From an optimization exercise on the open Yosys and OpenROAD flow, aimed at small area, a short achievable clock period and few clock cycles per item; shortcuts taken in it are not production practice. Function was checked by simulation only, so behaviour that the tests miss may differ from the original.

==> flow/design.v <==
module sha256_engine (
    input  wire         clk,
    input  wire         rst,
    input  wire         in_valid,
    output wire         in_ready,
    input  wire         in_first,
    input  wire [511:0] in_block,
    output reg          out_valid,
    output wire [255:0] out_digest
);
    localparam [31:0] IV0 = 32'h6a09e667, IV1 = 32'hbb67ae85,
                      IV2 = 32'h3c6ef372, IV3 = 32'ha54ff53a,
                      IV4 = 32'h510e527f, IV5 = 32'h9b05688c,
                      IV6 = 32'h1f83d9ab, IV7 = 32'h5be0cd19;
    reg         busy;        
    reg         pend;        
    reg         nf;          
    reg         cur_first;   
    reg  [5:0]  t;           
    reg         is62, is63;
    reg  [31:0] r [1:16];    
    reg  [31:0] a, b, c, d, e, f, g, h;
    reg  [31:0] hr [0:7];    
    reg  [31:0] pa, pe;      
    reg  [31:0] kreg;        
    assign in_ready   = is62;
    assign out_digest = {hr[3], hr[2], hr[1], hr[0], hr[7], hr[6], hr[5], hr[4]};
    function [31:0] rotr;
        input [31:0] x;
        input integer n;
        rotr = (x >> n) | (x << (32 - n));
    endfunction
    function [31:0] ksadd;
        input [31:0] x, y;
        reg [31:0] gg, pp, g2, p2;
        integer l, j;
        begin
            gg = x & y;
            pp = x ^ y;
            for (l = 1; l < 32; l = l * 2) begin
                g2 = gg; p2 = pp;
                for (j = l; j < 32; j = j + 1) begin
                    g2[j] = gg[j] | (pp[j] & gg[j-l]);
                    p2[j] = pp[j] & pp[j-l];
                end
                gg = g2; pp = p2;
            end
            ksadd = (x ^ y) ^ {gg[30:0], 1'b0};
        end
    endfunction
    function [31:0] bkadd;
        input [31:0] x, y;
        reg [31:0] gg, pp;
        integer l, j;
        begin
            gg = x & y;
            pp = x ^ y;
            for (l = 1; l < 32; l = l * 2)
                for (j = 2*l - 1; j < 32; j = j + 2*l) begin
                    gg[j] = gg[j] | (pp[j] & gg[j-l]);
                    pp[j] = pp[j] & pp[j-l];
                end
            for (l = 8; l >= 1; l = l / 2)
                for (j = 3*l - 1; j < 32; j = j + 2*l) begin
                    gg[j] = gg[j] | (pp[j] & gg[j-l]);
                    pp[j] = pp[j] & pp[j-l];
                end
            bkadd = (x ^ y) ^ {gg[30:0], 1'b0};
        end
    endfunction
    wire [5:0] tk = t + 6'd2;
    reg [31:0] k_n;
    always @(*) begin
        case (tk)
            6'd0:  k_n = 32'h428a2f98; 6'd1:  k_n = 32'h71374491;
            6'd2:  k_n = 32'hb5c0fbcf; 6'd3:  k_n = 32'he9b5dba5;
            6'd4:  k_n = 32'h3956c25b; 6'd5:  k_n = 32'h59f111f1;
            6'd6:  k_n = 32'h923f82a4; 6'd7:  k_n = 32'hab1c5ed5;
            6'd8:  k_n = 32'hd807aa98; 6'd9:  k_n = 32'h12835b01;
            6'd10: k_n = 32'h243185be; 6'd11: k_n = 32'h550c7dc3;
            6'd12: k_n = 32'h72be5d74; 6'd13: k_n = 32'h80deb1fe;
            6'd14: k_n = 32'h9bdc06a7; 6'd15: k_n = 32'hc19bf174;
            6'd16: k_n = 32'he49b69c1; 6'd17: k_n = 32'hefbe4786;
            6'd18: k_n = 32'h0fc19dc6; 6'd19: k_n = 32'h240ca1cc;
            6'd20: k_n = 32'h2de92c6f; 6'd21: k_n = 32'h4a7484aa;
            6'd22: k_n = 32'h5cb0a9dc; 6'd23: k_n = 32'h76f988da;
            6'd24: k_n = 32'h983e5152; 6'd25: k_n = 32'ha831c66d;
            6'd26: k_n = 32'hb00327c8; 6'd27: k_n = 32'hbf597fc7;
            6'd28: k_n = 32'hc6e00bf3; 6'd29: k_n = 32'hd5a79147;
            6'd30: k_n = 32'h06ca6351; 6'd31: k_n = 32'h14292967;
            6'd32: k_n = 32'h27b70a85; 6'd33: k_n = 32'h2e1b2138;
            6'd34: k_n = 32'h4d2c6dfc; 6'd35: k_n = 32'h53380d13;
            6'd36: k_n = 32'h650a7354; 6'd37: k_n = 32'h766a0abb;
            6'd38: k_n = 32'h81c2c92e; 6'd39: k_n = 32'h92722c85;
            6'd40: k_n = 32'ha2bfe8a1; 6'd41: k_n = 32'ha81a664b;
            6'd42: k_n = 32'hc24b8b70; 6'd43: k_n = 32'hc76c51a3;
            6'd44: k_n = 32'hd192e819; 6'd45: k_n = 32'hd6990624;
            6'd46: k_n = 32'hf40e3585; 6'd47: k_n = 32'h106aa070;
            6'd48: k_n = 32'h19a4c116; 6'd49: k_n = 32'h1e376c08;
            6'd50: k_n = 32'h2748774c; 6'd51: k_n = 32'h34b0bcb5;
            6'd52: k_n = 32'h391c0cb3; 6'd53: k_n = 32'h4ed8aa4a;
            6'd54: k_n = 32'h5b9cca4f; 6'd55: k_n = 32'h682e6ff3;
            6'd56: k_n = 32'h748f82ee; 6'd57: k_n = 32'h78a5636f;
            6'd58: k_n = 32'h84c87814; 6'd59: k_n = 32'h8cc70208;
            6'd60: k_n = 32'h90befffa; 6'd61: k_n = 32'ha4506ceb;
            6'd62: k_n = 32'hbef9a3f7; default: k_n = 32'hc67178f2;
        endcase
    end
    wire [31:0] s0_w  = rotr(r[2], 7) ^ rotr(r[2], 18) ^ (r[2] >> 3);
    wire [31:0] s1_w  = rotr(r[15], 17) ^ rotr(r[15], 19) ^ (r[15] >> 10);
    wire [31:0] w1_s  = r[1] ^ s0_w ^ r[10];
    wire [31:0] w1_c  = ((r[1] & s0_w) | (r[1] & r[10]) | (s0_w & r[10])) << 1;
    wire [31:0] w2_s  = w1_s ^ w1_c ^ s1_w;
    wire [31:0] w2_c  = ((w1_s & w1_c) | (w1_s & s1_w) | (w1_c & s1_w)) << 1;
    wire [31:0] w_new = bkadd(w2_s, w2_c);
    reg  [31:0] iv_a, iv_e;
    always @(*) begin
        case (t[1:0])
            2'd1:    begin iv_a = IV3; iv_e = IV7; end
            2'd2:    begin iv_a = IV2; iv_e = IV6; end
            default: begin iv_a = IV1; iv_e = IV5; end
        endcase
    end
    wire        use_iv = cur_first & busy;
    wire [31:0] sum_a = bkadd(use_iv ? iv_a : hr[3], busy ? a : 32'd0);
    wire [31:0] sum_e = bkadd(use_iv ? iv_e : hr[7], busy ? e : 32'd0);
    wire [31:0] bs1 = rotr(e, 6) ^ rotr(e, 11) ^ rotr(e, 25);
    wire [31:0] ch  = (e & f) ^ (~e & g);
    wire [31:0] bs0 = rotr(a, 2) ^ rotr(a, 13) ^ rotr(a, 22);
    wire [31:0] maj = (a & b) | (a & c) | (b & c);
    wire [31:0] s1 = pa ^ ch ^ maj;
    wire [31:0] c1 = ((pa & ch) | (pa & maj) | (ch & maj)) << 1;
    wire [31:0] s2 = bs0 ^ bs1 ^ s1;
    wire [31:0] c2 = ((bs0 & bs1) | (bs0 & s1) | (bs1 & s1)) << 1;
    wire [31:0] s3 = c1 ^ s2 ^ c2;
    wire [31:0] c3 = ((c1 & s2) | (c1 & c2) | (s2 & c2)) << 1;
    wire [31:0] a_new = ksadd(s3, c3);
    wire [31:0] s4 = pe ^ ch ^ bs1;
    wire [31:0] c4 = ((pe & ch) | (pe & bs1) | (ch & bs1)) << 1;
    wire [31:0] e_new = ksadd(s4, c4);
    wire        ld   = is63 & (nf | ~busy);
    wire [31:0] a_n  = ld ? (nf ? IV0 : hr[4]) : a_new;
    wire [31:0] e_n  = ld ? (nf ? IV4 : hr[0]) : e_new;
    wire [31:0] b_n  = is63 ? (nf ? IV1 : sum_a) : a;
    wire [31:0] c_n  = is63 ? (nf ? IV2 : hr[2]) : b;
    wire [31:0] d_n  = is63 ? (nf ? IV3 : hr[1]) : c;
    wire [31:0] f_n  = is63 ? (nf ? IV5 : sum_e) : e;
    wire [31:0] g_n  = is63 ? (nf ? IV6 : hr[6]) : f;
    wire [31:0] h_n  = is63 ? (nf ? IV7 : hr[5]) : g;
    wire [31:0] xa    = is62 ? (cur_first ? IV0 : hr[5]) : 32'd0;
    wire [31:0] xe    = is62 ? (cur_first ? IV4 : hr[1]) : 32'd0;
    wire [31:0] q_s   = h_n ^ kreg ^ r[1];
    wire [31:0] q_c   = ((h_n & kreg) | (h_n & r[1]) | (kreg & r[1])) << 1;
    wire [31:0] qa_s  = q_s ^ q_c ^ xa;
    wire [31:0] qa_c  = ((q_s & q_c) | (q_s & xa) | (q_c & xa)) << 1;
    wire [31:0] qe_s  = q_s ^ q_c ^ d_n;
    wire [31:0] qe_c  = ((q_s & q_c) | (q_s & d_n) | (q_c & d_n)) << 1;
    wire [31:0] qf_s  = qe_s ^ qe_c ^ xe;
    wire [31:0] qf_c  = ((qe_s & qe_c) | (qe_s & xe) | (qe_c & xe)) << 1;
    wire [31:0] pa_n  = ksadd(qa_s, qa_c);
    wire [31:0] pe_n  = ksadd(qf_s, qf_c);
    wire wr_sum = busy & (t[5:2] == 4'hf) & (t[1:0] != 2'd0);   
    wire wr_ae  = busy & is63;
    integer i;
    always @(posedge clk) begin
        if (rst) begin
            busy      <= 1'b0;
            pend      <= 1'b0;
            out_valid <= 1'b0;
            t         <= 6'd61;
            is62      <= 1'b0;
            is63      <= 1'b0;
        end else begin
            out_valid <= busy & is63;
            is62      <= (t == 6'd61);
            is63      <= is62;
            t[2:0]    <= t[2:0] + 3'd1;
            if (busy | pend)
                t[5:3] <= t[5:3] + {2'b00, &t[2:0]};
            else
                t[5:3] <= 3'd7;
            if (is62) begin
                pend <= in_valid;
                nf   <= in_first;
            end
            if (is63) begin
                busy      <= pend;
                pend      <= 1'b0;
                cur_first <= nf;
            end
        end
        for (i = 1; i < 16; i = i + 1)
            r[i] <= in_ready ? in_block[511-32*(i-1) -: 32] : r[i+1];
        r[16] <= in_ready ? in_block[31:0] : w_new;
        kreg <= k_n;
        pa   <= pa_n;
        pe   <= pe_n;
        a <= a_n; b <= b_n; c <= c_n; d <= d_n;
        e <= e_n; f <= f_n; g <= g_n; h <= h_n;
        hr[0] <= hr[1];
        hr[1] <= hr[2];
        hr[2] <= wr_sum ? sum_a : hr[3];
        hr[3] <= wr_ae ? a_new : hr[4];
        hr[4] <= hr[5];
        hr[5] <= hr[6];
        hr[6] <= wr_sum ? sum_e : hr[7];
        hr[7] <= wr_ae ? e_new : hr[0];
    end
endmodule
==> flow/config.mk <==
export PLATFORM = sky130hd
export DESIGN_NAME = sha256_engine
export DESIGN_NICKNAME = sha256_engine
export VERILOG_FILES = /design/flow/design.v
export SDC_FILE = /design/flow/constraint.sdc
export NUM_CORES = 4
export LEC_CHECK = 0
export CAP_MARGIN = 20
export CORE_MARGIN = 2
export CORE_UTILIZATION = 65
export CTS_CLUSTER_DIAMETER = 80
export CTS_CLUSTER_SIZE = 25
export SLEW_MARGIN = 20
==> flow/constraint.sdc <==
create_clock -name core_clock -period 10.0 [get_ports {clk}]
set_input_delay 2.0000 -clock core_clock [delete_from_list [all_inputs] [get_ports {clk}]]
set_output_delay 2.0000 -clock core_clock [all_outputs]
set_load 0.01 [all_outputs]
standard.sh (not shown) runs the stock make flow with config.mk's settings and CLKGATE_MAP_FILE= SYNTH_SCRIPT=/design/flow/synth_recipe.tcl, a recipe that flattens the netlist after the stock synthesis.
==> flow/flow/run.sh <==
#!/bin/bash
# Layout flow: the standard ORFS flow, with smaller port buffers and a
# tighter setup target for timing repair. Each make run logs to its own file.
set -euo pipefail
bash standard.sh synth > make_synth.log 2>&1
bash standard.sh \
    BUFFER_PORTS_ARGS="-buffer_cell sky130_fd_sc_hd__buf_1" \
    SETUP_SLACK_MARGIN=5 \
    finish > make_finish.log 2>&1
Testbench counts at the start, summed over its fixed seeds: cycles 50,384, blocks 787.
Rerun with:
--- a/flow/design.v
+++ b/flow/design.v
@@ -22,7 +22,7 @@
     reg  [31:0] a, b, c, d, e, f, g, h;
     reg  [31:0] hr [0:7];    
     reg  [31:0] pa, pe;      
-    reg  [31:0] kreg;        
+    reg  [31:0] kw;          
     assign in_ready   = is62;
     assign out_digest = {hr[3], hr[2], hr[1], hr[0], hr[7], hr[6], hr[5], hr[4]};
     function [31:0] rotr;
@@ -149,18 +149,18 @@
     wire [31:0] h_n  = is63 ? (nf ? IV7 : hr[5]) : g;
     wire [31:0] xa    = is62 ? (cur_first ? IV0 : hr[5]) : 32'd0;
     wire [31:0] xe    = is62 ? (cur_first ? IV4 : hr[1]) : 32'd0;
-    wire [31:0] q_s   = h_n ^ kreg ^ r[1];
-    wire [31:0] q_c   = ((h_n & kreg) | (h_n & r[1]) | (kreg & r[1])) << 1;
-    wire [31:0] qa_s  = q_s ^ q_c ^ xa;
-    wire [31:0] qa_c  = ((q_s & q_c) | (q_s & xa) | (q_c & xa)) << 1;
-    wire [31:0] qe_s  = q_s ^ q_c ^ d_n;
-    wire [31:0] qe_c  = ((q_s & q_c) | (q_s & d_n) | (q_c & d_n)) << 1;
+    wire [31:0] qa_s  = h_n ^ kw ^ xa;
+    wire [31:0] qa_c  = ((h_n & kw) | (h_n & xa) | (kw & xa)) << 1;
+    wire [31:0] qe_s  = h_n ^ kw ^ d_n;
+    wire [31:0] qe_c  = ((h_n & kw) | (h_n & d_n) | (kw & d_n)) << 1;
     wire [31:0] qf_s  = qe_s ^ qe_c ^ xe;
     wire [31:0] qf_c  = ((qe_s & qe_c) | (qe_s & xe) | (qe_c & xe)) << 1;
     wire [31:0] pa_n  = ksadd(qa_s, qa_c);
     wire [31:0] pe_n  = ksadd(qf_s, qf_c);
     wire wr_sum = busy & (t[5:2] == 4'hf) & (t[1:0] != 2'd0);   
     wire wr_ae  = busy & is63;
+    wire [31:0] r1_n = in_ready ? in_block[511:480] : r[2];
+    wire [31:0] kw_n = ksadd(k_n, r1_n);
     integer i;
     always @(posedge clk) begin
         if (rst) begin
@@ -192,7 +192,7 @@
         for (i = 1; i < 16; i = i + 1)
             r[i] <= in_ready ? in_block[511-32*(i-1) -: 32] : r[i+1];
         r[16] <= in_ready ? in_block[31:0] : w_new;
-        kreg <= k_n;
+        kw   <= kw_n;
         pa   <= pa_n;
         pe   <= pe_n;
         a <= a_n; b <= b_n; c <= c_n; d <= d_n;
Outcome:
- synthesized area came out higher by 2.1%
- design area came out higher by 1.1%
- routed wire length came out higher by 5.0%
- via count came out higher by 3.6%
- die area came out higher by 2.1%
- clock-buffer cell count came out lower by 3
- clock skew came out higher by 0.030 ns
- flip-flop and latch count is unchanged
- setup slack gets better by 0.099 ns
Testbench counts after the change, summed over its fixed seeds: cycles 50,384, blocks 787.

* * *

## run Z
RTL: the design.v shown in full above, as it stands there.
clock: 10.0 ns
lec_check: 0
cap_margin: 20
core_margin: 2
core_utilization: 60
cts_cluster_size: 30
slew_margin: 20
Scripts as last shown in full above: flow/flow/run.sh
Run Z finished every stage and its layout cleared the timing, design-rule and antenna checks.
Testbench counts of run Z, summed over its fixed seeds: cycles 50,384, blocks 787.
What run K does differently from run Z at the input level:
--- a/flow/design.v
+++ b/flow/design.v
@@ -19,13 +19,13 @@
     reg  [5:0]  t;           
     reg         is62, is63;
     reg  [31:0] r [1:16];    
     reg  [31:0] a, b, c, d, e, f, g, h;
     reg  [31:0] hr [0:7];    
     reg  [31:0] pa, pe;      
-    reg  [31:0] kreg;        
+    reg  [31:0] kw;          
     assign in_ready   = is62;
     assign out_digest = {hr[3], hr[2], hr[1], hr[0], hr[7], hr[6], hr[5], hr[4]};
     function [31:0] rotr;
         input [31:0] x;
         input integer n;
         rotr = (x >> n) | (x << (32 - n));
@@ -146,24 +146,24 @@
     wire [31:0] d_n  = is63 ? (nf ? IV3 : hr[1]) : c;
     wire [31:0] f_n  = is63 ? (nf ? IV5 : sum_e) : e;
     wire [31:0] g_n  = is63 ? (nf ? IV6 : hr[6]) : f;
     wire [31:0] h_n  = is63 ? (nf ? IV7 : hr[5]) : g;
     wire [31:0] xa    = is62 ? (cur_first ? IV0 : hr[5]) : 32'd0;
     wire [31:0] xe    = is62 ? (cur_first ? IV4 : hr[1]) : 32'd0;
-    wire [31:0] q_s   = h_n ^ kreg ^ r[1];
-    wire [31:0] q_c   = ((h_n & kreg) | (h_n & r[1]) | (kreg & r[1])) << 1;
-    wire [31:0] qa_s  = q_s ^ q_c ^ xa;
-    wire [31:0] qa_c  = ((q_s & q_c) | (q_s & xa) | (q_c & xa)) << 1;
-    wire [31:0] qe_s  = q_s ^ q_c ^ d_n;
-    wire [31:0] qe_c  = ((q_s & q_c) | (q_s & d_n) | (q_c & d_n)) << 1;
+    wire [31:0] qa_s  = h_n ^ kw ^ xa;
+    wire [31:0] qa_c  = ((h_n & kw) | (h_n & xa) | (kw & xa)) << 1;
+    wire [31:0] qe_s  = h_n ^ kw ^ d_n;
+    wire [31:0] qe_c  = ((h_n & kw) | (h_n & d_n) | (kw & d_n)) << 1;
     wire [31:0] qf_s  = qe_s ^ qe_c ^ xe;
     wire [31:0] qf_c  = ((qe_s & qe_c) | (qe_s & xe) | (qe_c & xe)) << 1;
     wire [31:0] pa_n  = ksadd(qa_s, qa_c);
     wire [31:0] pe_n  = ksadd(qf_s, qf_c);
     wire wr_sum = busy & (t[5:2] == 4'hf) & (t[1:0] != 2'd0);   
     wire wr_ae  = busy & is63;
+    wire [31:0] r1_n = in_ready ? in_block[511:480] : r[2];
+    wire [31:0] kw_n = ksadd(k_n, r1_n);
     integer i;
     always @(posedge clk) begin
         if (rst) begin
             busy      <= 1'b0;
             pend      <= 1'b0;
             out_valid <= 1'b0;
@@ -189,13 +189,13 @@
                 cur_first <= nf;
             end
         end
         for (i = 1; i < 16; i = i + 1)
             r[i] <= in_ready ? in_block[511-32*(i-1) -: 32] : r[i+1];
         r[16] <= in_ready ? in_block[31:0] : w_new;
-        kreg <= k_n;
+        kw   <= kw_n;
         pa   <= pa_n;
         pe   <= pe_n;
         a <= a_n; b <= b_n; c <= c_n; d <= d_n;
         e <= e_n; f <= f_n; g <= g_n; h <= h_n;
         hr[0] <= hr[1];
         hr[1] <= hr[2];
### Flow results
- Relative to run Z, the via count of the first global-routing pass of run K is higher by about 1.8%.
- Die area for run K is higher than for run Z.
- Diff run Z -> run K | non-clock buffer count in the final layout | down by a few percent
- Taking run Z as the reference, in run K synthesized instance count rose 2.7%, global-route wire length before repair rose 1.1%, pin slew with the least headroom to its limit fell 26 ps, fraction of the cycle the final worst path needs fell 0.52 points.
- On global-route usage: between run Z and run K, it ends up higher for run Z.
- NOTE: largest clock skew in the final design in run K exceeds that of run Z
- Per the comparison of run K with run Z, wire length shows no meaningful change, count of clock buffers in the final design shows a reduction of 18.
Testbench counts of run K, summed over its fixed seeds: cycles 50,384, blocks 787.

static timing again, ports no longer ideal:
Ports are ideal in the flow. The routed layouts listed here were re-timed in OpenROAD.
Step 1 sets driving cells, clkbuf_16 on the clock port and buf_2 on the other inputs (assumed; they add their load-dependent delay and slew).
Step 2 also shifts input and output timing later by t, the mid clock arrival at the registers, as if the neighbouring blocks saw the same clock.
Slacks: no drivers / after step 1 / after step 2; pairs: no drivers / after step 1.
run	shift t [ns]	setup WS [ns]	worst hold slack (ns)	worst setup path after step 2	cell pins on the clock port's net
the first run of note 1	0.769	4.865 / 4.865 / 4.865	0.397 / 0.397 / 0.397	register to register	1
the second run of note 1	0.799	4.963 / 4.963 / 4.963	0.376 / 0.376 / 0.376	register to register	1
run Z	0.793	4.970 / 4.970 / 4.970	0.389 / 0.389 / 0.389	register to register	1
run K	0.791	5.023 / 5.023 / 4.934	0.368 / 0.368 / 0.368	input to register	1
After both steps every run listed still meets setup and hold. For run K, which loses most, drivers alone change the setup slack by 0.000 ns; drivers and shift together by -0.089 ns.
